This design comes from an exercise in tuning for small area, a short achievable clock period and few clock cycles per item on the open sky130 flow, not from production work. The RTL was checked by simulation tests, not by an equivalence proof against the original design. Power is estimated from default activity; no workload was simulated.

==> yarrow <==
## maccol
module maccol (
    input  wire         clk,
    input  wire         rst,           
    input  wire         in_valid,
    output wire         in_ready,
    input  wire         int4,
    input  wire [255:0] a,
    input  wire [255:0] b,
    input  wire [31:0]  acc_in,
    output reg          out_valid,
    output reg  [31:0]  acc_out,
    output reg          acc_sat
);
  assign in_ready = 1'b1;
  reg [255:0] ra, rb;
  reg [31:0]  racc;
  reg         rm;
  always @(posedge clk) begin
    ra <= a; rb <= b; racc <= acc_in; rm <= int4;
  end
  reg v0, v1, v2;
  always @(posedge clk) begin
    if (rst) begin v0 <= 1'b0; v1 <= 1'b0; v2 <= 1'b0; out_valid <= 1'b0; end
    else begin v0 <= in_valid; v1 <= v0; v2 <= v1; out_valid <= v2; end
  end
  reg q1_5860;
  reg q1_5861;
  reg q1_5862;
  reg q1_5863;
  reg q1_5864;
  reg q1_5865;
  reg q1_5866;
  reg q1_5867;
  reg q1_5868;
  reg q1_5869;
  reg q1_5870;
  reg q1_5871;
  reg q1_5872;
  reg q1_5873;
  reg q1_5874;
  reg q1_5875;
  reg q1_5876;
  reg q1_5877;
  reg q1_5878;
  reg q1_5879;
  reg q1_5880;
  reg q1_5881;
  reg q1_5882;
  reg q1_5883;
  reg q1_5884;
  reg q1_5885;
  reg q1_5886;
  reg q1_5887;
  reg q1_5888;
  reg q1_5889;
  reg q1_5890;
  reg q1_5891;
  reg q1_5892;
  reg q1_5893;
  reg q1_5894;
  reg q1_5895;
  reg q1_5896;
  reg q1_5897;
  reg q1_5898;
  reg q1_5899;
  reg q1_5900;
  reg q1_5901;
  reg q1_5902;
  reg q1_5903;
  reg q1_5904;
  reg q1_5905;
  reg q1_5906;
  reg q1_5907;
  reg q1_5908;
  reg q1_5909;
  reg q1_5910;
  reg q1_5911;
  reg q1_5912;
  reg q1_5913;
  reg q1_5914;
  reg q1_5915;
  reg q1_5916;
  reg q1_5917;
  reg q1_5918;
  reg q1_5919;
  reg q1_5920;
  reg q1_5921;
  reg q1_5922;
  reg q1_5923;
  reg q1_5924;
  reg q1_5925;
  reg q1_5926;
  reg q1_5927;
  reg q1_5928;
  reg q1_5929;
  reg q1_5930;
  reg q1_5931;
  reg q1_5932;
  ...
export LEC_CHECK = 0
export CAP_MARGIN = 20
export CORE_MARGIN = 2
export CORE_UTILIZATION = 72
export SLEW_MARGIN = 60
export SYNTH_HIERARCHICAL = 1
create_clock -name core_clock -period 20.0 [get_ports {clk}]
standard.sh (not shown) runs the stock make flow with config.mk's settings and CLKGATE_MAP_FILE= SYNTH_SCRIPT=/design/flow/synth_recipe.tcl, a recipe that flattens the netlist after the stock synthesis.
==> flow/flow/run.sh <==
#!/bin/bash
# The standard layout, with two changes to how it is made:
#  - the port buffers are the smallest plain buffer (every input and output
#    port still gets its own buffer);
#  - the clock tree uses larger sink clusters and no dummy loads.
set -euo pipefail
export BUFFER_PORTS_ARGS="-buffer_cell sky130_fd_sc_hd__buf_1"
export CTS_ARGS="-sink_clustering_enable -repair_clock_nets -dont_use_dummy_load -sink_clustering_size 30 -sink_clustering_max_diameter 80"
bash standard.sh > orfs_make.log 2>&1
==> pepper (differences from yarrow) <==
==> flow/flow/run.sh (replaced) <==
#!/bin/bash
# The standard layout, with two changes to how it is made:
#  - the port buffers are the smallest plain buffer (every input and output
#    port still gets its own buffer);
#  - the clock tree is built from clkbuf_8 cells, without dummy loads.
set -euo pipefail
export BUFFER_PORTS_ARGS="-buffer_cell sky130_fd_sc_hd__buf_1"
export CTS_ARGS="-sink_clustering_enable -repair_clock_nets -dont_use_dummy_load -buf_list sky130_fd_sc_hd__clkbuf_8"
bash standard.sh > orfs_make.log 2>&1
Settings changed: CORE_UTILIZATION 72 to 65.
==> garnet (differences from yarrow) <==
Settings changed: CORE_UTILIZATION 72 to 65.
==> flow_summary.yaml <==
clocking:
  clockRootBuffer: "clkbuf_16"
  h-tree-depth: 2
  cts_buffers: 46
  post-cts-setup-buffers: 0
status:
  outcome: "timing/DRC/antenna clean"
placement:
  placed_cell_area_um2: 72240
  dpl.cell_count: 7351
  hpwl_mm: 296.2
  dp_slack_ns: 14.87
  place_congestion: 1.247
pwr:
  power_switching_uw: 8916
  p_seq_uw: 2640
synthesis:
  synth_xor_area_share_pct: 0.2743
floorplanning:
  die_w_um: 332.7
  fp-row-count: 120
  start_util_pct: 65.61
  die_y_um: 332.7
-- figures above: garnet

==> flow_summary.yaml <==
clocking:
  clockRootBuffer: "clkbuf_8"
  post-cts-setup-buffers: 0
  h-tree-depth: 4
  cts_buffers: 136
synthesis:
  synth_xor_area_share_pct: 0.2743
  synth_area_leaders: "fa_1, dfxtp_1, nand2_1, clkbuf_1, ha_1"
floorplanning:
  die_w_um: 332.7
  start_util_pct: 65.61
  fp-row-count: 120
status:
  outcome: "timing/DRC/antenna clean"
placement:
  placed_cell_area_um2: 72240
  dpl.cell_count: 7351
  hpwl_mm: 296.2
pwr:
  p_seq_uw: 2640
  power_switching_uw: 9036
-- figures above: pepper

==> flow_summary.yaml <==
clocking:
  h-tree-depth: 2
  post-cts-setup-buffers: 0
  cts_buffers: 45
floorplanning:
  fp-row-count: 114
  die_y_um: 316.3
  start_util_pct: 72.63
status:
  stop_error: "[ERROR GRT-0116] Global routing finished with congestion. Check the congestion regions in the DRC Viewer."
  outcome: "did not finish"
  lastStage: "global routing (5_1_grt)"
placement:
  dp_slack_ns: 15.09
  dpl.cell_count: 7224
-- figures above: yarrow

Testbench counts of yarrow, summed over its fixed seeds: cycles 32,032, items 32,000.
Testbench counts of pepper, summed over its fixed seeds: cycles 32,032, items 32,000.
Testbench counts of garnet, summed over its fixed seeds: cycles 32,032, items 32,000.

re-timing with driven ports:
The flow's constraints put no driver on any port. The routed layouts listed below were extracted and timed again, unchanged, in two steps. Step 1 (the two cells are an assumption about what drives the block):
set clk [get_ports {clk}]
set_driving_cell -lib_cell sky130_fd_sc_hd__clkbuf_16 $clk
set_driving_cell -lib_cell sky130_fd_sc_hd__buf_2 [delete_from_list [all_inputs] $clk]
Step 2 moves the port delays by t, midway between the first and last clock arrival at a register: inputs arrive t later, outputs are due t later. That takes back most of the time a late clock gives input paths. Slacks: no drivers / after step 1 / after step 2; pairs: no drivers / after step 1.
run | shift t [ns] | setup WS [ns] | clock arrival spread, ns
pepper | 0.945 | 14.611 / 14.524 / 14.743 | 0.099 / 0.098
garnet | 0.781 | 14.742 / 14.668 / 14.742 | 0.115 / 0.115
After both steps every run listed still meets setup and hold.
